From an optimization exercise on the open Yosys and OpenROAD flow, aimed at small area, a short achievable clock period and few clock cycles per item; shortcuts taken in it are not production practice. No functional check of the RTL was part of any run shown here.

==> flow/design.v (outline; a module is shown in full before it is edited, if it fits) <==
// module tau_arith: 2528 lines
module tau_arith (
    input  wire        clk,
    input  wire        rst,           
    input  wire        in_valid,
    output wire        in_ready,
    input  wire        in_fn,         
    input  wire [63:0] in_a,
    input  wire [63:0] in_b,
    output reg         out_valid,
    output reg  [63:0] out_result,
    output reg         out_range
);
  // ...
==> flow/flow/run.sh <==
#!/bin/bash
# The standard layout, with repair_timing asked for more setup slack than the
# clock period needs (so that it sizes the critical paths up), and the port
# buffers made with sky130_fd_sc_hd__buf_2.
set -euo pipefail
bash standard.sh SETUP_SLACK_MARGIN=7 "BUFFER_PORTS_ARGS=-buffer_cell sky130_fd_sc_hd__buf_2" finish > standard_make.log 2>&1
==> flow/standard.sh <==
#!/bin/bash
# synth_recipe.tcl (not shown) runs the flow's synth.tcl, then flattens the netlist and writes it again
# the make line also repeats each setting of config.mk as NAME=value (left out here)
make -C /OpenROAD-flow-scripts/flow DESIGN_CONFIG=/design/flow/config.mk WORK_HOME=/design/flow/orfs CLKGATE_MAP_FILE= SYNTH_SCRIPT=/design/flow/synth_recipe.tcl "${@:-finish}"
==> flow/config.mk <==
export PLATFORM = sky130hd
export DESIGN_NAME = tau_arith
export DESIGN_NICKNAME = tau_arith
export VERILOG_FILES = /design/flow/design.v
export SDC_FILE = /design/flow/constraint.sdc
export NUM_CORES = 4
export LEC_CHECK = 0
export CAP_MARGIN = 20
export CORE_MARGIN = 2
export CORE_UTILIZATION = 40
export SLEW_MARGIN = 20
==> flow/constraint.sdc <==
create_clock -name core_clock -period 14.0 [get_ports {clk}]
set_input_delay 2.8000 -clock core_clock [delete_from_list [all_inputs] [get_ports {clk}]]
set_output_delay 2.8000 -clock core_clock [all_outputs]
set_load 0.01 [all_outputs]
==> impl_metrics.toml, run 1 <==
[worst_setup_path]
cpMaxStageDelayCell = "o311ai_0"
end_kind = "flip-flop"
required_ns = 14.45
crit_cells = 24

[finish]
num-clock-buffers = 56
multi_input_area_sq_um = 20800
sh_seq_area_pct = 24.2
top_register = "out_result"
most-common-layout-cells = "inv_1, fa_1, nand2_1"

[sta]
period_share_pct = 48.7
setup_tns_ns = 0
setup_slack_ns = 7.19
holdWs_ns = 0.555

[clocking]
cts-root-buf = "clkbuf_16"

[drt]
avgRoutedWirePerCell_um = 24.4
routed_wl_um = 113000
drc = 0
routedLengthMet1_um = 45500
wl_met3_um = 9510

[logic_synthesis]
yosys.area.top_type = "fa_1"
synthMostInstantiatedCell = "inv_1"
synth_compound_area_share_pct = 17.2
synth_fa_ha_area_share_pct = 29.0
synth.area.mux_share_pct = 0.767

[global_routing]
met3_usage_pct = 5.09
grt_pass1_vias = 26500
grt_pass1_wl_um = 168000

[worst_hold_path]
hp-start = "dq[27]$_DFFE_PP_"

[placement]
pre_cts_ws_ns = 6.65
hpwl_um = 88300

[floorplanning]
rows = 102

[run_status]
status = "finished clean"

[flow_run]
drv_cap = 0
==> run 2, diff against run 1 <==
--- a/flow/design.v
+++ b/flow/design.v
@@ -17,34 +17,28 @@
     reg        s1_rng;            
     reg        s1_m1, s1_m3;      
     reg [10:0] s1_kc;            
     reg [31:0] s1_ahi;            
     reg [31:0] s1_d;              
     reg [31:0] s1_bhi;            
     reg [31:0] s1_xlo;            
     reg [29:0] s1_alo;            
+    reg        s2_v;              
+    reg        s2_fn, s2_rng, s2_m1, s2_m3;
+    reg [31:0] s2_ahi;
+    reg [64:0] s2_a, s2_b;        
     reg        busy;              
-    reg        wres;              
-    reg  [2:0] cnt;               
+    reg  [3:0] cnt;               
     reg [34:0] dq;                
-    reg [20:0] w_r;               
-    reg [31:0] w_sec;             
-    reg  [8:0] w_lo;              
-    reg  [1:0] w_x;               
-    reg        w_rng;             
-    wire last  = busy & (cnt == 3'd1);
-    wire s2_add = s1_v & ~s1_fn & ~s1_rng;
-    wire s2_res = s1_v & (s1_fn | s1_rng);
-    wire [2:0] cnt_set = s1_m1 ? 3'd1 : s1_m3 ? 3'd3 : 3'd7;
-    wire busy_n  = s2_add | (busy & ~last);
-    wire last_n  = s2_add ? s1_m1 : (busy & (cnt == 3'd2));
-    wire wres_n  = s2_res & last;
-    assign in_ready = (~busy_n | last_n) & (~wres_n | last_n);
-    wire [20:0] rem  = w_r;
+    wire last   = (cnt == 4'd1);
+    wire s1_add = s1_v & ~s1_fn & ~s1_rng;
+    wire s2_add = s2_v & ~s2_fn & ~s2_rng;
+    assign in_ready = ~s1_add & (s2_add ? s2_m1 : (~busy | (cnt <= 4'd2)));
+    wire [20:0] rem  = out_result[29:9];
     wire [25:0] rp   = {rem, dq[34:30]};
     wire [32:0] ge;
     genvar gi;
     assign ge[0]  = 1'b1;
     assign ge[32] = 1'b0;
     generate
         for (gi = 1; gi < 32; gi = gi + 1) begin : g_cmp
             assign ge[gi] = (rp >= gi * D5);
@@ -95,17 +89,17 @@
             endcase
             if (sel[j]) begin
                 d = d | j[4:0];
                 k = k | kp;
             end
         end
     end
     wire [31:0] dn    = ~s1_d;
-    wire [31:0] sec_b = w_sec;
+    wire [31:0] sec_b = out_result[63:32];
     wire sdg_1 = in_a[32] & ~in_b[32];
     wire sdp_2 = in_a[32] ^ ~in_b[32];
     wire sdg_3 = in_a[33] & ~in_b[33];
     wire sdp_4 = in_a[33] ^ ~in_b[33];
     wire sdg_5 = in_a[34] & ~in_b[34];
     wire sdp_6 = in_a[34] ^ ~in_b[34];
     wire sdg_7 = in_a[35] & ~in_b[35];
     wire sdp_8 = in_a[35] ^ ~in_b[35];
@@ -1100,146 +1094,148 @@
     wire mc_996 = (1'b1 & mc_870) | (1'b1 & ms_871) | (mc_870 & ms_871);
     wire ms_997 = s1_kc[3] ^ mc_872 ^ ms_873;
     wire mc_998 = (s1_kc[3] & mc_872) | (s1_kc[3] & ms_873) | (mc_872 & ms_873);
     wire ms_999 = s1_bhi[30] ^ 1'b1 ^ mc_874;
     wire mc_1000 = (s1_bhi[30] & 1'b1) | (s1_bhi[30] & mc_874) | (1'b1 & mc_874);
     wire ms_1001 = s1_bhi[31] ^ s1_kc[7];
     wire mc_1002 = s1_bhi[31] & s1_kc[7];
     wire ms_1003 = s1_bhi[31] ^ s1_kc[7];
-    wire msg_1004 = s1_kc[0] & ms_875;
-    wire msp_1005 = s1_kc[0] ^ ms_875;
-    wire msg_1006 = mc_876 & ms_877;
-    wire msp_1007 = mc_876 ^ ms_877;
-    wire msg_1008 = mc_878 & ms_879;
-    wire msp_1009 = mc_878 ^ ms_879;
-    wire msg_1010 = mc_880 & ms_881;
-    wire msp_1011 = mc_880 ^ ms_881;
-    wire msg_1012 = mc_882 & ms_883;
-    wire msp_1013 = mc_882 ^ ms_883;
-    wire msg_1014 = mc_884 & ms_885;
-    wire msp_1015 = mc_884 ^ ms_885;
-    wire msg_1016 = mc_886 & ms_887;
-    wire msp_1017 = mc_886 ^ ms_887;
-    wire msg_1018 = mc_888 & ms_889;
-    wire msp_1019 = mc_888 ^ ms_889;
-    wire msg_1020 = mc_890 & ms_891;
-    wire msp_1021 = mc_890 ^ ms_891;
-    wire msg_1022 = mc_892 & ms_893;
-    wire msp_1023 = mc_892 ^ ms_893;
-    wire msg_1024 = mc_894 & ms_895;
-    wire msp_1025 = mc_894 ^ ms_895;
-    wire msg_1026 = mc_896 & ms_897;
-    wire msp_1027 = mc_896 ^ ms_897;
-    wire msg_1028 = mc_898 & ms_899;
-    wire msp_1029 = mc_898 ^ ms_899;
-    wire msg_1030 = mc_900 & ms_901;
-    wire msp_1031 = mc_900 ^ ms_901;
-    wire msg_1032 = mc_902 & ms_903;
-    wire msp_1033 = mc_902 ^ ms_903;
-    wire msg_1034 = mc_904 & ms_905;
-    wire msp_1035 = mc_904 ^ ms_905;
-    wire msg_1036 = mc_906 & ms_907;
-    wire msp_1037 = mc_906 ^ ms_907;
-    wire msg_1038 = mc_908 & ms_909;
-    wire msp_1039 = mc_908 ^ ms_909;
-    wire msg_1040 = mc_910 & ms_911;
-    wire msp_1041 = mc_910 ^ ms_911;
-    wire msg_1042 = mc_912 & ms_913;
-    wire msp_1043 = mc_912 ^ ms_913;
-    wire msg_1044 = mc_914 & ms_915;
-    wire msp_1045 = mc_914 ^ ms_915;
-    wire msg_1046 = mc_916 & ms_917;
-    wire msp_1047 = mc_916 ^ ms_917;
-    wire msg_1048 = mc_918 & ms_919;
-    wire msp_1049 = mc_918 ^ ms_919;
-    wire msg_1050 = mc_920 & ms_921;
-    wire msp_1051 = mc_920 ^ ms_921;
-    wire msg_1052 = mc_922 & ms_923;
-    wire msp_1053 = mc_922 ^ ms_923;
-    wire msg_1054 = mc_924 & ms_925;
-    wire msp_1055 = mc_924 ^ ms_925;
-    wire msg_1056 = mc_926 & ms_927;
-    wire msp_1057 = mc_926 ^ ms_927;
-    wire msg_1058 = mc_928 & ms_929;
-    wire msp_1059 = mc_928 ^ ms_929;
-    wire msg_1060 = mc_930 & ms_931;
-    wire msp_1061 = mc_930 ^ ms_931;
-    wire msg_1062 = mc_932 & ms_933;
-    wire msp_1063 = mc_932 ^ ms_933;
-    wire msg_1064 = mc_934 & ms_935;
-    wire msp_1065 = mc_934 ^ ms_935;
-    wire msg_1066 = mc_936 & ms_937;
-    wire msp_1067 = mc_936 ^ ms_937;
-    wire msg_1068 = mc_938 & ms_939;
-    wire msp_1069 = mc_938 ^ ms_939;
-    wire msg_1070 = mc_940 & ms_941;
-    wire msp_1071 = mc_940 ^ ms_941;
-    wire msg_1072 = mc_942 & ms_943;
-    wire msp_1073 = mc_942 ^ ms_943;
-    wire msg_1074 = mc_944 & ms_945;
-    wire msp_1075 = mc_944 ^ ms_945;
-    wire msg_1076 = mc_946 & ms_947;
-    wire msp_1077 = mc_946 ^ ms_947;
-    wire msg_1078 = mc_948 & ms_949;
-    wire msp_1079 = mc_948 ^ ms_949;
-    wire msg_1080 = mc_950 & ms_951;
-    wire msp_1081 = mc_950 ^ ms_951;
-    wire msg_1082 = mc_952 & ms_953;
-    wire msp_1083 = mc_952 ^ ms_953;
-    wire msg_1084 = mc_954 & ms_955;
-    wire msp_1085 = mc_954 ^ ms_955;
-    wire msg_1086 = mc_956 & ms_957;
-    wire msp_1087 = mc_956 ^ ms_957;
-    wire msg_1088 = mc_958 & ms_959;
-    wire msp_1089 = mc_958 ^ ms_959;
-    wire msg_1090 = mc_960 & ms_961;
-    wire msp_1091 = mc_960 ^ ms_961;
-    wire msg_1092 = mc_962 & ms_963;
-    wire msp_1093 = mc_962 ^ ms_963;
-    wire msg_1094 = mc_964 & ms_965;
-    wire msp_1095 = mc_964 ^ ms_965;
-    wire msg_1096 = mc_966 & ms_967;
-    wire msp_1097 = mc_966 ^ ms_967;
-    wire msg_1098 = mc_968 & ms_969;
-    wire msp_1099 = mc_968 ^ ms_969;
-    wire msg_1100 = mc_970 & ms_971;
-    wire msp_1101 = mc_970 ^ ms_971;
-    wire msg_1102 = mc_972 & ms_973;
-    wire msp_1103 = mc_972 ^ ms_973;
-    wire msg_1104 = mc_974 & ms_975;
-    wire msp_1105 = mc_974 ^ ms_975;
-    wire msg_1106 = mc_976 & ms_977;
-    wire msp_1107 = mc_976 ^ ms_977;
-    wire msg_1108 = mc_978 & ms_979;
-    wire msp_1109 = mc_978 ^ ms_979;
-    wire msg_1110 = mc_980 & ms_981;
-    wire msp_1111 = mc_980 ^ ms_981;
-    wire msg_1112 = mc_982 & ms_983;
-    wire msp_1113 = mc_982 ^ ms_983;
-    wire msg_1114 = mc_984 & ms_985;
-    wire msp_1115 = mc_984 ^ ms_985;
-    wire msg_1116 = mc_986 & ms_987;
-    wire msp_1117 = mc_986 ^ ms_987;
-    wire msg_1118 = mc_988 & ms_989;
-    wire msp_1119 = mc_988 ^ ms_989;
-    wire msg_1120 = mc_990 & ms_991;
-    wire msp_1121 = mc_990 ^ ms_991;
-    wire msg_1122 = mc_992 & ms_993;
-    wire msp_1123 = mc_992 ^ ms_993;
-    wire msg_1124 = mc_994 & ms_995;
-    wire msp_1125 = mc_994 ^ ms_995;
-    wire msg_1126 = mc_996 & ms_997;
-    wire msp_1127 = mc_996 ^ ms_997;
-    wire msg_1128 = mc_998 & ms_999;
-    wire msp_1129 = mc_998 ^ ms_999;
-    wire msg_1130 = mc_1000 & ms_1001;
-    wire msp_1131 = mc_1000 ^ ms_1001;
-    wire msg_1132 = mc_1002 & ms_1003;
-    wire msp_1133 = mc_1002 ^ ms_1003;
+    wire [64:0] csa_a = {mc_1002, mc_1000, mc_998, mc_996, mc_994, mc_992, mc_990, mc_988, mc_986, mc_984, mc_982, mc_980, mc_978, mc_976, mc_974, mc_972, mc_970, mc_968, mc_966, mc_964, mc_962, mc_960, mc_958, mc_956, mc_954, mc_952, mc_950, mc_948, mc_946, mc_944, mc_942, mc_940, mc_938, mc_936, mc_934, mc_932, mc_930, mc_928, mc_926, mc_924, mc_922, mc_920, mc_918, mc_916, mc_914, mc_912, mc_910, mc_908, mc_906, mc_904, mc_902, mc_900, mc_898, mc_896, mc_894, mc_892, mc_890, mc_888, mc_886, mc_884, mc_882, mc_880, mc_878, mc_876, s1_kc[0]};
+    wire [64:0] csa_b = {ms_1003, ms_1001, ms_999, ms_997, ms_995, ms_993, ms_991, ms_989, ms_987, ms_985, ms_983, ms_981, ms_979, ms_977, ms_975, ms_973, ms_971, ms_969, ms_967, ms_965, ms_963, ms_961, ms_959, ms_957, ms_955, ms_953, ms_951, ms_949, ms_947, ms_945, ms_943, ms_941, ms_939, ms_937, ms_935, ms_933, ms_931, ms_929, ms_927, ms_925, ms_923, ms_921, ms_919, ms_917, ms_915, ms_913, ms_911, ms_909, ms_907, ms_905, ms_903, ms_901, ms_899, ms_897, ms_895, ms_893, ms_891, ms_889, ms_887, ms_885, ms_883, ms_881, ms_879, ms_877, ms_875};
+    wire msg_1004 = s2_a[0] & s2_b[0];
+    wire msp_1005 = s2_a[0] ^ s2_b[0];
+    wire msg_1006 = s2_a[1] & s2_b[1];
+    wire msp_1007 = s2_a[1] ^ s2_b[1];
+    wire msg_1008 = s2_a[2] & s2_b[2];
+    wire msp_1009 = s2_a[2] ^ s2_b[2];
+    wire msg_1010 = s2_a[3] & s2_b[3];
+    wire msp_1011 = s2_a[3] ^ s2_b[3];
+    wire msg_1012 = s2_a[4] & s2_b[4];
+    wire msp_1013 = s2_a[4] ^ s2_b[4];
+    wire msg_1014 = s2_a[5] & s2_b[5];
+    wire msp_1015 = s2_a[5] ^ s2_b[5];
+    wire msg_1016 = s2_a[6] & s2_b[6];
+    wire msp_1017 = s2_a[6] ^ s2_b[6];
+    wire msg_1018 = s2_a[7] & s2_b[7];
+    wire msp_1019 = s2_a[7] ^ s2_b[7];
+    wire msg_1020 = s2_a[8] & s2_b[8];
+    wire msp_1021 = s2_a[8] ^ s2_b[8];
+    wire msg_1022 = s2_a[9] & s2_b[9];
+    wire msp_1023 = s2_a[9] ^ s2_b[9];
+    wire msg_1024 = s2_a[10] & s2_b[10];
+    wire msp_1025 = s2_a[10] ^ s2_b[10];
+    wire msg_1026 = s2_a[11] & s2_b[11];
+    wire msp_1027 = s2_a[11] ^ s2_b[11];
+    wire msg_1028 = s2_a[12] & s2_b[12];
+    wire msp_1029 = s2_a[12] ^ s2_b[12];
+    wire msg_1030 = s2_a[13] & s2_b[13];
+    wire msp_1031 = s2_a[13] ^ s2_b[13];
+    wire msg_1032 = s2_a[14] & s2_b[14];
+    wire msp_1033 = s2_a[14] ^ s2_b[14];
+    wire msg_1034 = s2_a[15] & s2_b[15];
+    wire msp_1035 = s2_a[15] ^ s2_b[15];
+    wire msg_1036 = s2_a[16] & s2_b[16];
+    wire msp_1037 = s2_a[16] ^ s2_b[16];
+    wire msg_1038 = s2_a[17] & s2_b[17];
+    wire msp_1039 = s2_a[17] ^ s2_b[17];
+    wire msg_1040 = s2_a[18] & s2_b[18];
+    wire msp_1041 = s2_a[18] ^ s2_b[18];
+    wire msg_1042 = s2_a[19] & s2_b[19];
+    wire msp_1043 = s2_a[19] ^ s2_b[19];
+    wire msg_1044 = s2_a[20] & s2_b[20];
+    wire msp_1045 = s2_a[20] ^ s2_b[20];
+    wire msg_1046 = s2_a[21] & s2_b[21];
+    wire msp_1047 = s2_a[21] ^ s2_b[21];
+    wire msg_1048 = s2_a[22] & s2_b[22];
+    wire msp_1049 = s2_a[22] ^ s2_b[22];
+    wire msg_1050 = s2_a[23] & s2_b[23];
+    wire msp_1051 = s2_a[23] ^ s2_b[23];
+    wire msg_1052 = s2_a[24] & s2_b[24];
+    wire msp_1053 = s2_a[24] ^ s2_b[24];
+    wire msg_1054 = s2_a[25] & s2_b[25];
+    wire msp_1055 = s2_a[25] ^ s2_b[25];
+    wire msg_1056 = s2_a[26] & s2_b[26];
+    wire msp_1057 = s2_a[26] ^ s2_b[26];
+    wire msg_1058 = s2_a[27] & s2_b[27];
+    wire msp_1059 = s2_a[27] ^ s2_b[27];
+    wire msg_1060 = s2_a[28] & s2_b[28];
+    wire msp_1061 = s2_a[28] ^ s2_b[28];
+    wire msg_1062 = s2_a[29] & s2_b[29];
+    wire msp_1063 = s2_a[29] ^ s2_b[29];
+    wire msg_1064 = s2_a[30] & s2_b[30];
+    wire msp_1065 = s2_a[30] ^ s2_b[30];
+    wire msg_1066 = s2_a[31] & s2_b[31];
+    wire msp_1067 = s2_a[31] ^ s2_b[31];
+    wire msg_1068 = s2_a[32] & s2_b[32];
+    wire msp_1069 = s2_a[32] ^ s2_b[32];
+    wire msg_1070 = s2_a[33] & s2_b[33];
+    wire msp_1071 = s2_a[33] ^ s2_b[33];
+    wire msg_1072 = s2_a[34] & s2_b[34];
+    wire msp_1073 = s2_a[34] ^ s2_b[34];
+    wire msg_1074 = s2_a[35] & s2_b[35];
+    wire msp_1075 = s2_a[35] ^ s2_b[35];
+    wire msg_1076 = s2_a[36] & s2_b[36];
+    wire msp_1077 = s2_a[36] ^ s2_b[36];
+    wire msg_1078 = s2_a[37] & s2_b[37];
+    wire msp_1079 = s2_a[37] ^ s2_b[37];
+    wire msg_1080 = s2_a[38] & s2_b[38];
+    wire msp_1081 = s2_a[38] ^ s2_b[38];
+    wire msg_1082 = s2_a[39] & s2_b[39];
+    wire msp_1083 = s2_a[39] ^ s2_b[39];
+    wire msg_1084 = s2_a[40] & s2_b[40];
+    wire msp_1085 = s2_a[40] ^ s2_b[40];
+    wire msg_1086 = s2_a[41] & s2_b[41];
+    wire msp_1087 = s2_a[41] ^ s2_b[41];
+    wire msg_1088 = s2_a[42] & s2_b[42];
+    wire msp_1089 = s2_a[42] ^ s2_b[42];
+    wire msg_1090 = s2_a[43] & s2_b[43];
+    wire msp_1091 = s2_a[43] ^ s2_b[43];
+    wire msg_1092 = s2_a[44] & s2_b[44];
+    wire msp_1093 = s2_a[44] ^ s2_b[44];
+    wire msg_1094 = s2_a[45] & s2_b[45];
+    wire msp_1095 = s2_a[45] ^ s2_b[45];
+    wire msg_1096 = s2_a[46] & s2_b[46];
+    wire msp_1097 = s2_a[46] ^ s2_b[46];
+    wire msg_1098 = s2_a[47] & s2_b[47];
+    wire msp_1099 = s2_a[47] ^ s2_b[47];
+    wire msg_1100 = s2_a[48] & s2_b[48];
+    wire msp_1101 = s2_a[48] ^ s2_b[48];
+    wire msg_1102 = s2_a[49] & s2_b[49];
+    wire msp_1103 = s2_a[49] ^ s2_b[49];
+    wire msg_1104 = s2_a[50] & s2_b[50];
+    wire msp_1105 = s2_a[50] ^ s2_b[50];
+    wire msg_1106 = s2_a[51] & s2_b[51];
+    wire msp_1107 = s2_a[51] ^ s2_b[51];
+    wire msg_1108 = s2_a[52] & s2_b[52];
+    wire msp_1109 = s2_a[52] ^ s2_b[52];
+    wire msg_1110 = s2_a[53] & s2_b[53];
+    wire msp_1111 = s2_a[53] ^ s2_b[53];
+    wire msg_1112 = s2_a[54] & s2_b[54];
+    wire msp_1113 = s2_a[54] ^ s2_b[54];
+    wire msg_1114 = s2_a[55] & s2_b[55];
+    wire msp_1115 = s2_a[55] ^ s2_b[55];
+    wire msg_1116 = s2_a[56] & s2_b[56];
+    wire msp_1117 = s2_a[56] ^ s2_b[56];
+    wire msg_1118 = s2_a[57] & s2_b[57];
+    wire msp_1119 = s2_a[57] ^ s2_b[57];
+    wire msg_1120 = s2_a[58] & s2_b[58];
+    wire msp_1121 = s2_a[58] ^ s2_b[58];
+    wire msg_1122 = s2_a[59] & s2_b[59];
+    wire msp_1123 = s2_a[59] ^ s2_b[59];
+    wire msg_1124 = s2_a[60] & s2_b[60];
+    wire msp_1125 = s2_a[60] ^ s2_b[60];
+    wire msg_1126 = s2_a[61] & s2_b[61];
+    wire msp_1127 = s2_a[61] ^ s2_b[61];
+    wire msg_1128 = s2_a[62] & s2_b[62];
+    wire msp_1129 = s2_a[62] ^ s2_b[62];
+    wire msg_1130 = s2_a[63] & s2_b[63];
+    wire msp_1131 = s2_a[63] ^ s2_b[63];
+    wire msg_1132 = s2_a[64] & s2_b[64];
+    wire msp_1133 = s2_a[64] ^ s2_b[64];
     wire msg_1134 = msg_1006 | (msp_1007 & msg_1004);
     wire msg_1135 = msg_1008 | (msp_1009 & msg_1006);
     wire msp_1136 = msp_1009 & msp_1007;
     wire msg_1137 = msg_1010 | (msp_1011 & msg_1008);
     wire msp_1138 = msp_1011 & msp_1009;
     wire msg_1139 = msg_1012 | (msp_1013 & msg_1010);
     wire msp_1140 = msp_1013 & msp_1011;
     wire msg_1141 = msg_1014 | (msp_1015 & msg_1012);
@@ -2020,80 +2016,80 @@
     wire rsx_1915 = rsp_1820 ^ rsg_1877;
     wire rsx_1916 = rsp_1822 ^ rsg_1893;
     wire rsx_1917 = rsp_1824 ^ rsg_1867;
     wire rsx_1918 = rsp_1826 ^ rsg_1895;
     wire rsx_1919 = rsp_1828 ^ rsg_1879;
     wire rsx_1920 = rsp_1830 ^ rsg_1897;
     wire rsx_1921 = rsp_1832 ^ rsg_1871;
     wire [20:0] r_step = {rsx_1921, rsx_1920, rsx_1919, rsx_1918, rsx_1917, rsx_1916, rsx_1915, rsx_1914, rsx_1913, rsx_1912, rsx_1911, rsx_1910, rsx_1909, rsx_1908, rsx_1907, rsx_1906, rsx_1905, rsx_1904, rsx_1903, rsx_1902, rsx_1901};
-    wire skg_1922 = s1_ahi[0] & ~(~s1_m1 & s1_m3);
-    wire skp_1923 = s1_ahi[0] ^ ~(~s1_m1 & s1_m3);
-    wire skg_1924 = s1_ahi[1] & ~(~s1_m1 & s1_m3);
-    wire skp_1925 = s1_ahi[1] ^ ~(~s1_m1 & s1_m3);
-    wire skg_1926 = s1_ahi[2] & (~s1_m1 & s1_m3);
-    wire skp_1927 = s1_ahi[2] ^ (~s1_m1 & s1_m3);
-    wire skg_1928 = s1_ahi[3] & ~(~s1_m1 & s1_m3);
-    wire skp_1929 = s1_ahi[3] ^ ~(~s1_m1 & s1_m3);
-    wire skg_1930 = s1_ahi[4] & 1'b1;
-    wire skp_1931 = s1_ahi[4] ^ 1'b1;
-    wire skg_1932 = s1_ahi[5] & 1'b1;
-    wire skp_1933 = s1_ahi[5] ^ 1'b1;
-    wire skg_1934 = s1_ahi[6] & ~(~s1_m1 & s1_m3);
-    wire skp_1935 = s1_ahi[6] ^ ~(~s1_m1 & s1_m3);
-    wire skg_1936 = s1_ahi[7] & 1'b1;
-    wire skp_1937 = s1_ahi[7] ^ 1'b1;
-    wire skg_1938 = s1_ahi[8] & s1_m3;
-    wire skp_1939 = s1_ahi[8] ^ s1_m3;
-    wire skg_1940 = s1_ahi[9] & 1'b1;
-    wire skp_1941 = s1_ahi[9] ^ 1'b1;
-    wire skg_1942 = s1_ahi[10] & s1_m1;
-    wire skp_1943 = s1_ahi[10] ^ s1_m1;
-    wire skg_1944 = s1_ahi[11] & s1_m3;
-    wire skp_1945 = s1_ahi[11] ^ s1_m3;
-    wire skg_1946 = s1_ahi[12] & s1_m3;
-    wire skp_1947 = s1_ahi[12] ^ s1_m3;
-    wire skg_1948 = s1_ahi[13] & s1_m3;
-    wire skp_1949 = s1_ahi[13] ^ s1_m3;
-    wire skg_1950 = s1_ahi[14] & s1_m3;
-    wire skp_1951 = s1_ahi[14] ^ s1_m3;
-    wire skg_1952 = s1_ahi[15] & 1'b1;
-    wire skp_1953 = s1_ahi[15] ^ 1'b1;
-    wire skg_1954 = s1_ahi[16] & s1_m3;
-    wire skp_1955 = s1_ahi[16] ^ s1_m3;
-    wire skg_1956 = s1_ahi[17] & 1'b1;
-    wire skp_1957 = s1_ahi[17] ^ 1'b1;
-    wire skg_1958 = s1_ahi[18] & 1'b1;
-    wire skp_1959 = s1_ahi[18] ^ 1'b1;
-    wire skg_1960 = s1_ahi[19] & 1'b1;
-    wire skp_1961 = s1_ahi[19] ^ 1'b1;
-    wire skg_1962 = s1_ahi[20] & 1'b1;
-    wire skp_1963 = s1_ahi[20] ^ 1'b1;
-    wire skg_1964 = s1_ahi[21] & 1'b1;
-    wire skp_1965 = s1_ahi[21] ^ 1'b1;
-    wire skg_1966 = s1_ahi[22] & s1_m3;
-    wire skp_1967 = s1_ahi[22] ^ s1_m3;
-    wire skg_1968 = s1_ahi[23] & s1_m3;
-    wire skp_1969 = s1_ahi[23] ^ s1_m3;
-    wire skg_1970 = s1_ahi[24] & s1_m3;
-    wire skp_1971 = s1_ahi[24] ^ s1_m3;
-    wire skg_1972 = s1_ahi[25] & 1'b1;
-    wire skp_1973 = s1_ahi[25] ^ 1'b1;
-    wire skg_1974 = s1_ahi[26] & s1_m3;
-    wire skp_1975 = s1_ahi[26] ^ s1_m3;
-    wire skg_1976 = s1_ahi[27] & 1'b1;
-    wire skp_1977 = s1_ahi[27] ^ 1'b1;
-    wire skg_1978 = s1_ahi[28] & 1'b1;
-    wire skp_1979 = s1_ahi[28] ^ 1'b1;
-    wire skg_1980 = s1_ahi[29] & s1_m3;
-    wire skp_1981 = s1_ahi[29] ^ s1_m3;
-    wire skg_1982 = s1_ahi[30] & 1'b1;
-    wire skp_1983 = s1_ahi[30] ^ 1'b1;
-    wire skg_1984 = s1_ahi[31] & 1'b1;
-    wire skp_1985 = s1_ahi[31] ^ 1'b1;
+    wire skg_1922 = s2_ahi[0] & ~(~s2_m1 & s2_m3);
+    wire skp_1923 = s2_ahi[0] ^ ~(~s2_m1 & s2_m3);
+    wire skg_1924 = s2_ahi[1] & ~(~s2_m1 & s2_m3);
+    wire skp_1925 = s2_ahi[1] ^ ~(~s2_m1 & s2_m3);
+    wire skg_1926 = s2_ahi[2] & (~s2_m1 & s2_m3);
+    wire skp_1927 = s2_ahi[2] ^ (~s2_m1 & s2_m3);
+    wire skg_1928 = s2_ahi[3] & ~(~s2_m1 & s2_m3);
+    wire skp_1929 = s2_ahi[3] ^ ~(~s2_m1 & s2_m3);
+    wire skg_1930 = s2_ahi[4] & 1'b1;
+    wire skp_1931 = s2_ahi[4] ^ 1'b1;
+    wire skg_1932 = s2_ahi[5] & 1'b1;
+    wire skp_1933 = s2_ahi[5] ^ 1'b1;
+    wire skg_1934 = s2_ahi[6] & ~(~s2_m1 & s2_m3);
+    wire skp_1935 = s2_ahi[6] ^ ~(~s2_m1 & s2_m3);
+    wire skg_1936 = s2_ahi[7] & 1'b1;
+    wire skp_1937 = s2_ahi[7] ^ 1'b1;
+    wire skg_1938 = s2_ahi[8] & s2_m3;
+    wire skp_1939 = s2_ahi[8] ^ s2_m3;
+    wire skg_1940 = s2_ahi[9] & 1'b1;
+    wire skp_1941 = s2_ahi[9] ^ 1'b1;
+    wire skg_1942 = s2_ahi[10] & s2_m1;
+    wire skp_1943 = s2_ahi[10] ^ s2_m1;
+    wire skg_1944 = s2_ahi[11] & s2_m3;
+    wire skp_1945 = s2_ahi[11] ^ s2_m3;
+    wire skg_1946 = s2_ahi[12] & s2_m3;
+    wire skp_1947 = s2_ahi[12] ^ s2_m3;
+    wire skg_1948 = s2_ahi[13] & s2_m3;
+    wire skp_1949 = s2_ahi[13] ^ s2_m3;
+    wire skg_1950 = s2_ahi[14] & s2_m3;
+    wire skp_1951 = s2_ahi[14] ^ s2_m3;
+    wire skg_1952 = s2_ahi[15] & 1'b1;
+    wire skp_1953 = s2_ahi[15] ^ 1'b1;
+    wire skg_1954 = s2_ahi[16] & s2_m3;
+    wire skp_1955 = s2_ahi[16] ^ s2_m3;
+    wire skg_1956 = s2_ahi[17] & 1'b1;
+    wire skp_1957 = s2_ahi[17] ^ 1'b1;
+    wire skg_1958 = s2_ahi[18] & 1'b1;
+    wire skp_1959 = s2_ahi[18] ^ 1'b1;
+    wire skg_1960 = s2_ahi[19] & 1'b1;
+    wire skp_1961 = s2_ahi[19] ^ 1'b1;
+    wire skg_1962 = s2_ahi[20] & 1'b1;
+    wire skp_1963 = s2_ahi[20] ^ 1'b1;
+    wire skg_1964 = s2_ahi[21] & 1'b1;
+    wire skp_1965 = s2_ahi[21] ^ 1'b1;
+    wire skg_1966 = s2_ahi[22] & s2_m3;
+    wire skp_1967 = s2_ahi[22] ^ s2_m3;
+    wire skg_1968 = s2_ahi[23] & s2_m3;
+    wire skp_1969 = s2_ahi[23] ^ s2_m3;
+    wire skg_1970 = s2_ahi[24] & s2_m3;
+    wire skp_1971 = s2_ahi[24] ^ s2_m3;
+    wire skg_1972 = s2_ahi[25] & 1'b1;
+    wire skp_1973 = s2_ahi[25] ^ 1'b1;
+    wire skg_1974 = s2_ahi[26] & s2_m3;
+    wire skp_1975 = s2_ahi[26] ^ s2_m3;
+    wire skg_1976 = s2_ahi[27] & 1'b1;
+    wire skp_1977 = s2_ahi[27] ^ 1'b1;
+    wire skg_1978 = s2_ahi[28] & 1'b1;
+    wire skp_1979 = s2_ahi[28] ^ 1'b1;
+    wire skg_1980 = s2_ahi[29] & s2_m3;
+    wire skp_1981 = s2_ahi[29] ^ s2_m3;
+    wire skg_1982 = s2_ahi[30] & 1'b1;
+    wire skp_1983 = s2_ahi[30] ^ 1'b1;
+    wire skg_1984 = s2_ahi[31] & 1'b1;
+    wire skp_1985 = s2_ahi[31] ^ 1'b1;
     wire skg_1986 = skg_1924 | (skp_1925 & skg_1922);
     wire skp_1987 = skp_1925 & skp_1923;
     wire skg_1988 = skg_1928 | (skp_1929 & skg_1926);
     wire skp_1989 = skp_1929 & skp_1927;
     wire skg_1990 = skg_1932 | (skp_1933 & skg_1930);
     wire skp_1991 = skp_1933 & skp_1931;
     wire skg_1992 = skg_1936 | (skp_1937 & skg_1934);
     wire skp_1993 = skp_1937 & skp_1935;
@@ -2462,67 +2458,79 @@
         s1_bhi <= in_fn ? 32'd0 : in_b[63:32];
         s1_xlo <= in_fn ? ~in_b[31:0] : in_b[31:0];
         s1_alo <= in_a[29:0];
         if (rst)
             s1_v <= 1'b0;
         else
             s1_v <= in_valid & in_ready;
     end
+    always @(posedge clk) begin
+        s2_fn  <= s1_fn;
+        s2_rng <= s1_rng;
+        s2_m1  <= s1_m1;
+        s2_m3  <= s1_m3;
+        s2_ahi <= s1_ahi;
+        s2_a   <= csa_a;
+        s2_b   <= csa_b;
+        if (rst)
+            s2_v <= 1'b0;
+        else
+            s2_v <= s1_v;
+    end
     wire [55:0] u_v = sum[64:9];
     reg  [20:0] r_init;
     reg  [34:0] dq_init;
+    reg  [3:0]  cnt_init;
     always @(*) begin
-        if (s1_m1) begin
+        if (s2_m1) begin
             r_init   = {1'b0, u_v[24:5]};
             dq_init  = {u_v[4:0], 30'd0};
-        end else if (s1_m3) begin
+            cnt_init = 4'd1;
+        end else if (s2_m3) begin
             r_init   = {3'b0, u_v[32:15]};
             dq_init  = {u_v[14:0], 20'd0};
+            cnt_init = 4'd3;
         end else begin
             r_init   = u_v[55:35];
             dq_init  = u_v[34:0];
+            cnt_init = 4'd7;
         end
     end
     wire [5:0]  pl    = {1'b0, sec_b[4:0]} + {1'b0, d};
     wire [31:0] sec_v = {pl[5] ? ph1 : ph0, pl[4:0]};
     always @(posedge clk) begin
         if (rst) begin
             busy      <= 1'b0;
-            wres      <= 1'b0;
             out_valid <= 1'b0;
-        end else begin
-            if (busy) begin
-                dq  <= {dq[29:0], d};
-                cnt <= cnt - 3'd1;
-                w_r <= r_step;
-            end
-            out_range <= 1'b0;
+        end else if (busy) begin
+            dq  <= {dq[29:0], d};
+            cnt <= cnt - 4'd1;
+            out_result[29:9] <= r_step;
             if (last) begin
+                out_result[63:32] <= sec_v;
+                busy      <= 1'b0;
+                out_valid <= 1'b1;
+                out_range <= 1'b0;
+            end else begin
+                out_valid <= 1'b0;
+            end
+        end else if (s2_v) begin
+            if (s2_rng) begin
                 out_valid  <= 1'b1;
-                out_result <= {sec_v, 2'b00, r_step, w_lo};
-            end else if (wres) begin
+                out_result <= 64'd0;
+                out_range  <= 1'b1;
+            end else if (s2_fn) begin
                 out_valid  <= 1'b1;
-                out_result <= {w_sec, w_x, w_r, w_lo};
-                out_range  <= w_rng;
+                out_result <= sum[63:0];
+                out_range  <= 1'b0;
             end else begin
-                out_valid  <= s2_res;
-                out_result <= s1_rng ? 64'd0 : sum[63:0];
-                out_range  <= s1_rng;
-            end
-            busy <= busy_n;
-            wres <= wres_n;
-            if (s2_add) begin
-                cnt   <= cnt_set;
-                dq    <= dq_init;
-                w_r   <= r_init;
-                w_sec <= sec_k;
-                w_lo  <= sum[8:0];
-            end else if (wres_n) begin
-                w_sec <= s1_rng ? 32'd0 : sum[63:32];
-                w_x   <= s1_rng ? 2'd0 : sum[31:30];
-                w_r   <= s1_rng ? 21'd0 : sum[29:9];
-                w_lo  <= s1_rng ? 9'd0 : sum[8:0];
-                w_rng <= s1_rng;
+                out_valid  <= 1'b0;
+                busy       <= 1'b1;
+                cnt        <= cnt_init;
+                dq         <= dq_init;
+                out_result <= {sec_k, 2'b00, r_init, sum[8:0]};
             end
+        end else begin
+            out_valid <= 1'b0;
         end
     end
 endmodule
==> flow/flow/run.sh (replaced) <==
#!/bin/bash
# The standard layout, with repair_timing asked for more setup slack than the
# clock period needs (so that it sizes the critical paths up), and the port
# buffers made with sky130_fd_sc_hd__buf_2.
set -euo pipefail
bash standard.sh SETUP_SLACK_MARGIN=7.5 "BUFFER_PORTS_ARGS=-buffer_cell sky130_fd_sc_hd__buf_2" finish > standard_make.log 2>&1
==> impl_metrics.toml, run 2 <==
[run_status]
status = "finished clean"

[drt]
drc = 0
vias_per_cell = 5.66
dr.pass1.iters = 6
vias = 27100
routed_wl_um = 115000
drt_iter0_markers = 2425
avgRoutedWirePerCell_um = 23.9
ant_nets = 0

[global_routing]
grt_pass1_wl_um = 172000
grt_pass1_vias = 27200
antenna_found_initial = 5
grt_overflow = 0
grt_max_degree = 56
grt_use_total_pct = 26.7

[floorplanning]
rows = 105
io_pins = 199
die_h_um = 291
die-area_sq_um = 84600
die_width_um = 291
initial_utilization_pct = 40.3
fp.coreArea_sq_um = 81700

[placement]
port_buffers = 198
gp_congestion = 1.00
hpwl_um = 90800
dp_cells = 4664

[clocking]
cts.clk_slew.worst_paths_ns = 0.06
cts_tree = "yes"
cts-root-buf = "clkbuf_16"
h-tree-depth = 2
clk_latency_ns = 0.61
clockBufferDepth = 3
cts.sinks = 444
hold_buffers = 0
cts_made_buffers = 48

[logic_synthesis]
syn-num-nets = 4161
netlist_top_cells_count = "inv_1, dfxtp_1, fa_1"
synth_cell_types = 98
synth_ff_type = "dfxtp_1"
synthArstFlopShare_pct = 0
ys_ff_latch = 444
synthMostInstantiatedCell = "inv_1"
synth_simple_gate_area_share_pct = 14.0
ys_seq_area_share_pct = 30.2
yosys.area.top_type = "dfxtp_1"
yosys.area.top_type_share_pct = 20.7
synth_top_family_by_area = "adder cells"
synthesis.area_sq_um = 32900
synth_compound_area_share_pct = 16.0
synth_edf_count = 104
synth_top_cells_by_area = "dfxtp_1, fa_1, edfxtp_1"
syn_area_per_cell_sq_um = 9.42
synth_cells = 3494
ys_warn_count = 1
synth-xor-area-share_pct = 4.31
synth_fa_ha_area_share_pct = 27.6
synth.area.mux_share_pct = 0.684

[finish]
seq_area_sq_um = 9930
finalNonFillerCells = 4785
top_regs = "s2_a (65), out_result (64), s2_b (64)"
fillCellCount = 7991
final_nets = 4341
most-common-layout-cells = "inv_1, dfxtp_1, fa_1"
layout_commonest_cell = "inv_1"
syn_to_final_growth_pct = 12.8
finish.utilization_pct = 45.4
multi_input_area_sq_um = 20700
largest_reg_flops = 65
top_register = "s2_a"
drive_above_1_share_pct = 11.2

[sta]
period_needed_ns = 6.23
slew_headroom_pct = 29.6
clock_skew_ns = 0.0246
max_freq_mhz = 160
period_share_pct = 44.5
slew_viol_final = 0
rsz0062_at_grt = "false"
tightest_slew_ns = 1.05
finalSetupViolCount = 0
hold_viol_final = 0
setup_tns_ns = 0

[flow_run]
drv_cap = 0

[worst_setup_path]
cp.arrival_ns = 6.57
cpPeakStageDelay_ns = 0.66
end_kind = "flip-flop"
critPathMostFrequentCell = "a21o_1"
cp_max_fo = 21
worstPathCellList = "buf_4 -> inv_1 -> or3_1 -> a2111oi_1 -> o21ai_1 -> nand3_1 -> nand3_1 -> nor4b_1 -> nand4_1 -> ha_1 -> o21a_1 -> nor2_1 -> a21oi_1 -> o221ai_2 -> nand2b_1 -> a21o_1 -> a21o_1 -> a21o_1 -> fa_1 -> xor2_1 -> a211oi_1 -> a21oi_1"
required_ns = 14.33
critical_path_buf_inv_count = 2
start_kind = "flip-flop"
cpMaxStageDelayCell = "nor4b_1"
path_delay_family = "compound AO/OA/AOI/OAI gates"
worstSetupPathType = "reg2reg"

[worst_hold_path]
hold_path_class = "reg2reg"
[run 2: cell types whose count changed in the layout (fill, tap and decap cells not counted), sizes merged, moves of 16 or more]
cell,before,now
a21o,86,65
edfxtp,168,104
dfxtp,176,340
a21oi,232,194
a211oi,52,34
nand2,230,211
buf,285,269
inv,424,488
[run 2: cells by family (layout without fill, tap and decap cells)]
kind of cell / after synthesis / after routing
buffers and inverters: 622 / 842
AOI/OAI and AO/OA: 791 / 791
adders and majority gates: 535 / 535
DFF: 444 / 444
and+or+nand+nor: 918 / 918
muxes: 22 / 22
xor gates and xnor gates: 162 / 162
other: 0 / 1
[run 2: what timing repair did]
| item | CTS | global route |
|---|---|---|
| setup buffers | 11 | 19 |
| endpoints found under the setup margin | 10 | 24 |
| cloned | 0 | 0 |
| gates resized for setup | 3 | 14 |
| pin swaps | 0 | 2 |
[run 2: area by class of cell]
| type | count | area share [%] |
|---|---|---|
| inverters | 482 | 4.87 |
| diodes | 1 | 0.00674 |
| multi-input cells | 2428 | 55.7 |
| clock inverters | 29 | 0.930 |
| flip-flops and latches | 444 | 26.8 |
| clock buffers | 61 | 3.84 |
| repair buffers | 270 | 4.24 |
| well taps | 1070 | 3.61 |
[run 2: path summary, 6_finish.rpt]
path,from,end,slack [ns],cells past startpoint
worst max-delay path,out_result[18]$_DFFE_PP_,out_result[24]$_DFFE_PP_,7.77,22
worst min-delay path,s1_ahi[25]$_DFF_P_,s2_ahi[25]$_DFF_P_,0.33,0
worst max register to register,out_result[18]$_DFFE_PP_,out_result[24]$_DFFE_PP_,7.77,22
worst min register to register,s1_ahi[25]$_DFF_P_,s2_ahi[25]$_DFF_P_,0.33,0
[run 2: through the flow]
| step | hold WS, ns | cell area [sq um] | setup WS [ns] |
|---|---|---|---|
| after global routing | 0.330 | 37100 | 7.49 |
| after CTS | 0.326 | 36900 | 7.54 |
| after floorplan | 0.310 | 32900 | 7.93 |
| final | 0.325 | 37100 | 7.77 |
| after global placement | 0.312 | 35000 | 7.23 |
| after detailed placement | 0.312 | 35000 | 7.25 |
[run 2: routing by layer]
layer | wire, um | GRT usage (%) | up-vias
met3 | 7890 | 3.59 | 284
met5 | 12 | 0 | -
li1 | - | - | 12400
met2 | 52100 | 43.6 | 1237
met1 | 48500 | 35.4 | 13100
met4 | 6050 | 12.1 | 2
==> run 3, diff against run 2 <==
--- a/flow/flow/run.sh
+++ b/flow/flow/run.sh
@@ -5,2 +5,2 @@
 set -euo pipefail
-bash standard.sh SETUP_SLACK_MARGIN=7.5 "BUFFER_PORTS_ARGS=-buffer_cell sky130_fd_sc_hd__buf_2" finish > standard_make.log 2>&1
+bash standard.sh SETUP_SLACK_MARGIN=8 "BUFFER_PORTS_ARGS=-buffer_cell sky130_fd_sc_hd__buf_2" finish > standard_make.log 2>&1
==> impl_metrics.toml, run 3 <==
[logic_synthesis]
yosys.area.top_type = "dfxtp_1"
yosys.area.top_type_share_pct = 20.7
synth_ff_type = "dfxtp_1"
ys_warn_count = 1
synthMostInstantiatedCell = "inv_1"
syn_area_per_cell_sq_um = 9.42
synthesis.area_sq_um = 32900
synthArstFlopShare_pct = 0
synth_top_cells_by_area = "dfxtp_1, fa_1, edfxtp_1"
netlist_top_cells_count = "inv_1, dfxtp_1, fa_1"
synth_edf_count = 104
synth_cells = 3494
ys_ff_latch = 444
ys_seq_area_share_pct = 30.2
syn-num-nets = 4161
synth_cell_types = 98

[clocking]
cts.clk_slew.worst_paths_ns = 0.06
clockBufferDepth = 3
hold_buffers = 0
cts-root-buf = "clkbuf_16"
h-tree-depth = 2
cts_made_buffers = 50
cts.sinks = 444
clk_latency_ns = 0.62
cts_tree = "yes"

[finish]
top_register = "s2_a"
drive_above_1_share_pct = 13.4
syn_to_final_growth_pct = 14.5
layout_commonest_cell = "inv_1"
finish.utilization_pct = 46.1
fillCellCount = 7971
largest_reg_flops = 65
top_regs = "s2_a (65), out_result (64), s2_b (64)"
multi_input_area_sq_um = 21100
most-common-layout-cells = "inv_1, dfxtp_1, fa_1"
finalInstanceArea_sq_um = 37700
final_nets = 4375
seq_area_sq_um = 9930

[drt]
vias_per_cell = 5.65
ant_nets = 0
drt_iter0_markers = 2406
avgRoutedWirePerCell_um = 24.2
dr.pass1.iters = 6
vias = 27200
drc = 0
routed_wl_um = 116000

[worst_setup_path]
start_kind = "flip-flop"
cp_max_fo = 14
cpPeakStageDelay_ns = 0.58
cpMaxStageDelayCell = "nor4_2"
end_kind = "flip-flop"
worstSetupPathType = "reg2reg"
r2r_slack_ns = 8.19
worstPathCellList = "buf_4 -> nor4_2 -> o211ai_1 -> a31oi_1 -> nand2b_1 -> nor2_1 -> inv_1 -> nand2_1 -> nor3b_1 -> nand3_1 -> or4_4 -> ha_1 -> o21a_1 -> o21ai_2 -> a21oi_1 -> o221ai_2 -> nand2b_1 -> a21o_1 -> a21o_1 -> a21o_1 -> fa_1 -> xor2_1 -> a211oi_2 -> a21oi_1"
path_delay_family = "compound AO/OA/AOI/OAI gates"
required_ns = 14.34
critPathMostFrequentCell = "a21o_1"
critical_path_buf_inv_count = 2
cp.arrival_ns = 6.15

[sta]
period_needed_ns = 5.81
holdWs_ns = 0.325
max_freq_mhz = 172
rsz0062_at_grt = "false"
tightest_slew_ns = 1.01
slew_viol_final = 0
hold_viol_final = 0
clock_skew_ns = 0.0273
finalSetupViolCount = 0
period_share_pct = 41.5
slew_headroom_pct = 32.4
setup_slack_ns = 8.19
setup_tns_ns = 0

[global_routing]
grt_pass1_wl_um = 175000
antenna_found_initial = 4
grt_overflow = 0
grt_pass1_vias = 27300
grt_use_total_pct = 27.3
grt_max_degree = 68

[placement]
pre_cts_ws_ns = 6.96
gp_congestion = 0.984
place_area_sq_um = 35000
port_buffers = 198
hpwl_um = 91700

[floorplanning]
rows = 105
die-area_sq_um = 84600
die_h_um = 291
die_width_um = 291
fp.coreArea_sq_um = 81700
io_pins = 199
initial_utilization_pct = 40.3

[run_status]
status = "finished clean"

[flow_run]
drv_cap = 0

[worst_hold_path]
hold_path_class = "reg2reg"
[run 3: final cells by class]
class / instances / area share [%]
diodes: 1 / 0.00664
clock buffers: 69 / 3.87
clock inverters: 20 / 0.515
inverters: 482 / 4.80
multi-input cells: 2428 / 56.0
flip-flops and latches: 444 / 26.4
well taps: 1070 / 3.55
repair buffers: 302 / 4.88
[run 3: path summary, 6_finish.rpt]
check                                              start                       end  depth (start not counted)
worst min-delay path                  s1_ahi[30]$_DFF_P_        s2_ahi[30]$_DFF_P_                          0
worst max register to register  out_result[14]$_DFFE_PP_  out_result[24]$_DFFE_PP_                         24
worst min register to register        s1_ahi[30]$_DFF_P_        s2_ahi[30]$_DFF_P_                          0
worst max-delay path            out_result[14]$_DFFE_PP_  out_result[24]$_DFFE_PP_                         24
[run 3: cell families (layout without fill, tap and decap cells)]
logic type | count (synthesis) | count (layout) | share of synthesized area [%]
xor+xnor | 162 | 162 | 4.31
flops | 444 | 444 | 30.2
fa+ha+maj | 535 | 535 | 27.6
simple gates | 918 | 918 | 14.0
buf+inv | 622 | 873 | 7.26
compound gates | 791 | 791 | 16.0
mux | 22 | 22 | 0.684
other cells | 0 | 1 | 0
[run 3: through the flow]
| stage | cells |
|---|---|
| 3_3_place_gp | 4664 |
| 3_5_place_dp | 4664 |
| 4_1_cts | 4800 |
| 2_1_floorplan | 3494 |
| 5_1_grt | 4815 |
| 6_report | 4816 |
[run 3: worst reg2reg max path: stages, from the launching register on]
cell and delay, ns:
edfxtp_1 0.45, buf_4 0.23, nor4_2 0.58, o211ai_1 0.30
a31oi_1 0.32, nand2b_1 0.18, nor2_1 0.11, inv_1 0.09
nand2_1 0.07, nor3b_1 0.20, nand3_1 0.10, or4_4 0.48
ha_1 0.33, o21a_1 0.14, o21ai_2 0.15, a21oi_1 0.13
o221ai_2 0.23, nand2b_1 0.09, a21o_1 0.20, a21o_1 0.18
a21o_1 0.18, fa_1 0.37, xor2_1 0.16, a211oi_2 0.22
a21oi_1 0.06
[run 3: metal layers]
metal	track usage, %	up-vias	share of wire [%]
met3	4.12	318	7.2
met4	13.6	4	6.0
met5	0	-	0.015
li1	-	12500	-
met1	35.8	13100	42
met2	44.0	1274	45
[run 3: what timing repair did]
action	CTS	global route
setup buffers	47	15
pin swaps	1	17
endpoints found under the setup margin	37	29
resized for setup	25	87
==> run 4, diff against run 3 <==
--- a/flow/flow/run.sh
+++ b/flow/flow/run.sh
@@ -5,2 +5,2 @@
 set -euo pipefail
-bash standard.sh SETUP_SLACK_MARGIN=8 "BUFFER_PORTS_ARGS=-buffer_cell sky130_fd_sc_hd__buf_2" finish > standard_make.log 2>&1
+bash standard.sh SETUP_SLACK_MARGIN=9 "BUFFER_PORTS_ARGS=-buffer_cell sky130_fd_sc_hd__buf_2" finish > standard_make.log 2>&1
==> impl_metrics.toml, run 4 <==
[worst_setup_path]
r2r_slack_ns = 8.42
worstSetupPathType = "reg2reg"
timing.rr.end = "out_result[25]$_DFFE_PP_"
r2r_cells = 23
required_ns = 14.33
cp.arrival_ns = 5.91
startpoint = "dq[31]$_DFFE_PP_"
cp_max_fo = 11
start_kind = "flip-flop"
reg2reg_from = "dq[31]$_DFFE_PP_"
end_kind = "flip-flop"
cp-endpoint = "out_result[25]$_DFFE_PP_"

[floorplanning]
rows = 105
initial_utilization_pct = 40.3
die-area_sq_um = 84600
die_width_um = 291
fp.coreArea_sq_um = 81700
die_h_um = 291
io_pins = 199

[logic_synthesis]
synth_top_cells_by_area = "dfxtp_1, fa_1, edfxtp_1"
yosys.area.top_type = "dfxtp_1"
synth_cells = 3494
synthArstFlopShare_pct = 0
ys_ff_latch = 444
synth_cell_types = 98
synth_edf_count = 104
synthesis.area_sq_um = 32900
yosys.area.top_type_share_pct = 20.7
syn-num-nets = 4161
ys_warn_count = 1
netlist_top_cells_count = "inv_1, dfxtp_1, fa_1"
ys_seq_area_share_pct = 30.2
synthMostInstantiatedCell = "inv_1"
syn_area_per_cell_sq_um = 9.42
synth_ff_type = "dfxtp_1"

[sta]
finalSetupViolCount = 0
rsz0062_at_grt = "true"
hold_viol_final = 0
clock_skew_ns = 0.0380
max_freq_mhz = 179
slew_headroom_pct = 27.3
setup_tns_ns = 0
period_needed_ns = 5.58
period_share_pct = 39.8
slew_viol_final = 0
tightest_slew_ns = 1.08
setup_slack_ns = 8.42

[drt]
vias = 27800
ant_nets = 0
drt_iter0_markers = 2367
routed_wl_um = 120000
dr.pass1.iters = 6
avgRoutedWirePerCell_um = 24.5
drc = 0
vias_per_cell = 5.69

[placement]
place_area_sq_um = 35200
port_buffers = 198
pre_cts_ws_ns = 7.32
dp_cells = 4664
hpwl_um = 92600
gp_congestion = 1.01

[finish]
most-common-layout-cells = "inv_1, dfxtp_1, fa_1"
top_regs = "s2_a (65), out_result (64), s2_b (64)"
top_register = "s2_a"
final_nets = 4444
finalNonFillerCells = 4888
layout_commonest_cell = "inv_1"
finalInstanceArea_sq_um = 39500
syn_to_final_growth_pct = 20.1
drive_above_1_share_pct = 18.8
largest_reg_flops = 65

[worst_hold_path]
hold_path_class = "reg2reg"

[global_routing]
grt_pass1_vias = 28000
grt_overflow = 0
grt_pass1_wl_um = 180000
antenna_found_initial = 1
grt_use_total_pct = 28.0
grt_max_degree = 58

[run_status]
status = "finished clean"

[clocking]
cts.clk_slew.worst_paths_ns = 0.06
clk_latency_ns = 0.61
h-tree-depth = 2
cts_tree = "yes"
cts-root-buf = "clkbuf_16"
cts.sinks = 444
cts_made_buffers = 48
hold_buffers = 0
clockBufferDepth = 3

[flow_run]
drv_cap = 0
==> run 4: worst min path at each step <==
stage                             startpoint                 end  slack (ns)  cells after the start
after floorplan            s1_ahi[0]$_DFF_P_   s2_ahi[0]$_DFF_P_        0.31                      0
after global placement    s1_ahi[25]$_DFF_P_  s2_ahi[25]$_DFF_P_        0.31                      0
after detailed placement  s1_ahi[23]$_DFF_P_  s2_ahi[23]$_DFF_P_        0.31                      0
after CTS                 s1_ahi[25]$_DFF_P_  s2_ahi[25]$_DFF_P_        0.33                      0
after global routing      s1_ahi[21]$_DFF_P_  s2_ahi[21]$_DFF_P_        0.33                      0
final                     s1_ahi[31]$_DFF_P_  s2_ahi[31]$_DFF_P_        0.33                      0
==> run 4: metrics by stage <==
step,hold WS (ns),util [%]
after floorplan,0.310,-
after global placement,0.313,43.0
after detailed placement,0.312,43.0
after CTS,0.326,47.6
after global routing,0.330,48.4
final,0.325,48.4
==> run 4: cell families (layout without fill, tap and decap cells) <==
family	after synthesis	after routing	share of synthesized area [%]
other	0	1	0
and+or+nand+nor	918	918	14.0
buffers and inverters	622	945	7.26
muxes	22	22	0.684
adders and majority gates	535	535	27.6
xor gates and xnor gates	162	162	4.31
DFF	444	444	30.2
AOI/OAI and AO/OA	791	791	16.0
==> run 4: timing repair <==
item | CTS | global route
gates cloned | 7 | 0
gates resized for setup | 238 | 82
pin swaps | 73 | 36
endpoints found under the setup margin | 54 | 54
setup buffers | 98 | 28
==> run 4: layer usage <==
metal | global-route usage, % | vias to the layer above | wire [um]
met1 | 36.5 | 13500 | 49100
li1 | - | 12600 | -
met5 | 0 | - | 0
met4 | 15.2 | 0 | 7780
met2 | 44.8 | 1312 | 54100
met3 | 4.31 | 357 | 8540
==> run 4: area by class of cell <==
type / count / area [sq um]
antenna: 1 / 2.50
sequential: 444 / 9930
multi-input combinational: 2428 / 22000
fill: 7802 / 42200
tap: 1070 / 1340
clock inverter: 33 / 364
clock buffer: 57 / 1350
timing repair buffer: 373 / 2710
inverter: 482 / 1830
==> run 4: critical path: stages, from the launching register on <==
cell      delay [ns]
edfxtp_1        0.39
buf_4           0.22
nand2b_2        0.28
nor4b_4         0.27
nand4_1         0.37
nand3_2         0.26
nor2_1          0.16
inv_1           0.12
nand2_1         0.09
nor3b_2         0.24
nand3_1         0.15
or4_4           0.49
ha_4            0.30
o21a_1          0.15
o21ai_2         0.07
a21oi_2         0.19
o221ai_2        0.13
buf_4           0.16
nor3_4          0.19
nor2_1          0.08
fa_2            0.53
o22ai_1         0.09
o21bai_1        0.22
a21boi_1        0.16
==> run 5, diff against run 4 <==
--- a/flow/flow/run.sh
+++ b/flow/flow/run.sh
@@ -5,2 +5,2 @@
 set -euo pipefail
-bash standard.sh SETUP_SLACK_MARGIN=9 "BUFFER_PORTS_ARGS=-buffer_cell sky130_fd_sc_hd__buf_2" finish > standard_make.log 2>&1
+bash standard.sh SETUP_SLACK_MARGIN=10 "BUFFER_PORTS_ARGS=-buffer_cell sky130_fd_sc_hd__buf_2" finish > standard_make.log 2>&1
==> impl_metrics.toml, run 5 <==
[finish]
largest_reg_flops = 65
antennaDiodeCount = 0
final_nets = 4489
finalInstanceArea_sq_um = 40700
most-common-layout-cells = "inv_1, dfxtp_1, fa_1"
top_register = "s2_a"
syn_to_final_growth_pct = 23.8
finalNonFillerCells = 4934
layout_commonest_cell = "inv_1"
fillCellCount = 7628
finish.utilization_pct = 49.9
drive_above_1_share_pct = 21.4
top_regs = "s2_a (65), out_result (64), s2_b (64)"

[logic_synthesis]
syn-num-nets = 4161
synthMostInstantiatedCell = "inv_1"
synth_top_cells_by_area = "dfxtp_1, fa_1, edfxtp_1"
synthArstFlopShare_pct = 0
syn_area_per_cell_sq_um = 9.42
synth_cell_types = 98
ys_ff_latch = 444
yosys.area.top_type = "dfxtp_1"
ys_warn_count = 1
synth_cells = 3494
synth_ff_type = "dfxtp_1"
synthesis.area_sq_um = 32900
ys_seq_area_share_pct = 30.2
synth_edf_count = 104
netlist_top_cells_count = "inv_1, dfxtp_1, fa_1"
yosys.area.top_type_share_pct = 20.7

[clocking]
h-tree-depth = 2
cts.sinks = 444
clockBufferDepth = 3
cts-root-buf = "clkbuf_16"
cts.clk_slew.worst_paths_ns = 0.06
clk_latency_ns = 0.63
cts_tree = "yes"
cts_made_buffers = 51

[worst_setup_path]
r2r_cells = 24
end_kind = "flip-flop"
cp.arrival_ns = 5.88
cp_max_fo = 12
timing.rr.end = "out_result[25]$_DFFE_PP_"
r2r_slack_ns = 8.46
worstPathCellList = "buf_12 -> or3_4 -> a211oi_4 -> o21ai_2 -> nand4b_1 -> a21boi_2 -> or4_4 -> nor2b_4 -> nand3b_1 -> nor4_1 -> and2_1 -> fa_2 -> nor2b_1 -> o21a_1 -> o21ai_2 -> a21oi_2 -> o221ai_4 -> buf_6 -> nor3_4 -> nor2_2 -> fa_2 -> o22ai_1 -> o21bai_1 -> a21boi_1"
reg2reg_from = "out_result[11]$_DFFE_PP_"
cpPeakStageDelay_ns = 0.62
critical_path_buf_inv_count = 2
worstSetupPathType = "reg2reg"
required_ns = 14.34
path_delay_family = "simple AND/OR/NAND/NOR gates"
cpMaxStageDelayCell = "or4_4"
start_kind = "flip-flop"

[sta]
hold_viol_final = 0
setup_tns_ns = 0
slew_headroom_pct = 32.9
holdWs_ns = 0.325
clock_skew_ns = 0.0543
max_freq_mhz = 181
period_needed_ns = 5.54
tightest_slew_ns = 1.00
finalSetupViolCount = 0
slew_viol_final = 0
rsz0062_at_grt = "true"
setup_slack_ns = 8.46
period_share_pct = 39.5

[global_routing]
grt_use_total_pct = 29.1
grt_pass1_wl_um = 185000
grt_overflow = 0
antenna_found_initial = 5
grt_max_degree = 55
grt_pass1_vias = 28300

[placement]
pre_cts_ws_ns = 7.78
dp_cells = 4667
hpwl_um = 95600
port_buffers = 198
gp_congestion = 0.988
place_area_sq_um = 35400

[floorplanning]
io_pins = 199
die-area_sq_um = 84600
initial_utilization_pct = 40.3
rows = 105
fp.coreArea_sq_um = 81700
die_h_um = 291
die_width_um = 291

[drt]
ant_nets = 0
drc = 0
drt_iter0_markers = 2337
top_layer = "met5"
vias_per_cell = 5.71
avgRoutedWirePerCell_um = 25.4
vias = 28200
dr.pass1.iters = 6
wl_met2_um = 57100
routedLengthMet1_um = 51900
wl_met3_um = 8960
routed_wl_um = 125000

[run_status]
status = "finished clean"

[flow_run]
drv_cap = 0

[worst_hold_path]
hold_end = "s2_ahi[1]$_DFF_P_"
hp-start = "s1_ahi[1]$_DFF_P_"
holdPathStages = 0
hold_path_class = "reg2reg"
run 5: cell families after synthesis:
family | after synthesis | share of synthesized area (%)
adders and majority gates | 535 | 27.6
buffers and inverters | 622 | 7.26
and+or+nand+nor | 918 | 14.0
xor gates and xnor gates | 162 | 4.31
DFF | 444 | 30.2
AOI/OAI and AO/OA | 791 | 16.0
muxes | 22 | 0.684
run 5: metal layers:
layer	GRT usage, %	vias up
li1	-	12700
met1	38.0	13800
met2	46.9	1306
met3	4.86	367
met4	14.1	4
met5	0	-
run 5: how the worst max path moves through the flow:
stage                                   from                        to  slack [ns]  depth (start not counted)
global placement    out_result[16]$_DFFE_PP_  out_result[24]$_DFFE_PP_        7.66                         23
global route        out_result[11]$_DFFE_PP_  out_result[25]$_DFFE_PP_        8.28                         24
detailed placement  out_result[17]$_DFFE_PP_  out_result[24]$_DFFE_PP_        7.78                         21
CTS                         dq[34]$_DFFE_PP_  out_result[24]$_DFFE_PP_        8.53                         20
finish              out_result[11]$_DFFE_PP_  out_result[25]$_DFFE_PP_        8.46                         24
floorplan                           in_a[32]       s1_d[28]$_SDFF_PN0_        8.97                         13
run 5: cell type report:
class                   count  area [sq um]  share of cell area (%)
flip-flops and latches    444          9940                    24.4
repair buffers            413          3360                    8.26
inverters                 482          1840                    4.53
clock inverters            26           270                   0.663
multi-input cells        2430         22500                    55.2
well taps                1070          1340                    3.29
clock buffers              69          1480                    3.63
run 5: repair_timing:
action | in CTS | in global routing
cloned | 10 | 4
pin swaps | 86 | 70
setup endpoints to repair | 177 | 126
resized for setup | 294 | 144
hold buffers | 0 | 0
buffers inserted | 104 | 54

static timing again, ports no longer ideal:
The flow's constraints put no driver on any port. The routed layouts listed below were extracted and timed again, unchanged, in two steps.
Step 1 assumes that a clkbuf_16 drives the clock port and a buf_2 every other input.
Step 2 adds t to the input delays and takes it off the output delays; t is the mean of the earliest and latest rising clock arrival at the registers after step 1. Input paths then give back, and output paths get back, about the clock's delay inside the block.
a / b / c = ideal ports / drivers / drivers and shift; a / b = the first two.
run	shift t [ns]	slack for setup (ns)	worst setup path after step 2	worst slew at a driven data input, ns
run 1	0.649	7.185 / 7.185 / 7.185	register to register	0.07
run 2	0.656	7.766 / 7.766 / 7.500	input to register	0.08
run 3	0.663	8.192 / 8.192 / 7.671	input to register	0.08
run 4	0.648	8.422 / 8.422 / 8.422	register to register	0.09
run 5	0.664	8.465 / 8.465 / 8.465	register to register	0.09
After both steps setup and hold are still met in every run listed. The setup slack of run 3, which loses most, moves by 0.000 ns with the drivers and by -0.521 ns with both steps.
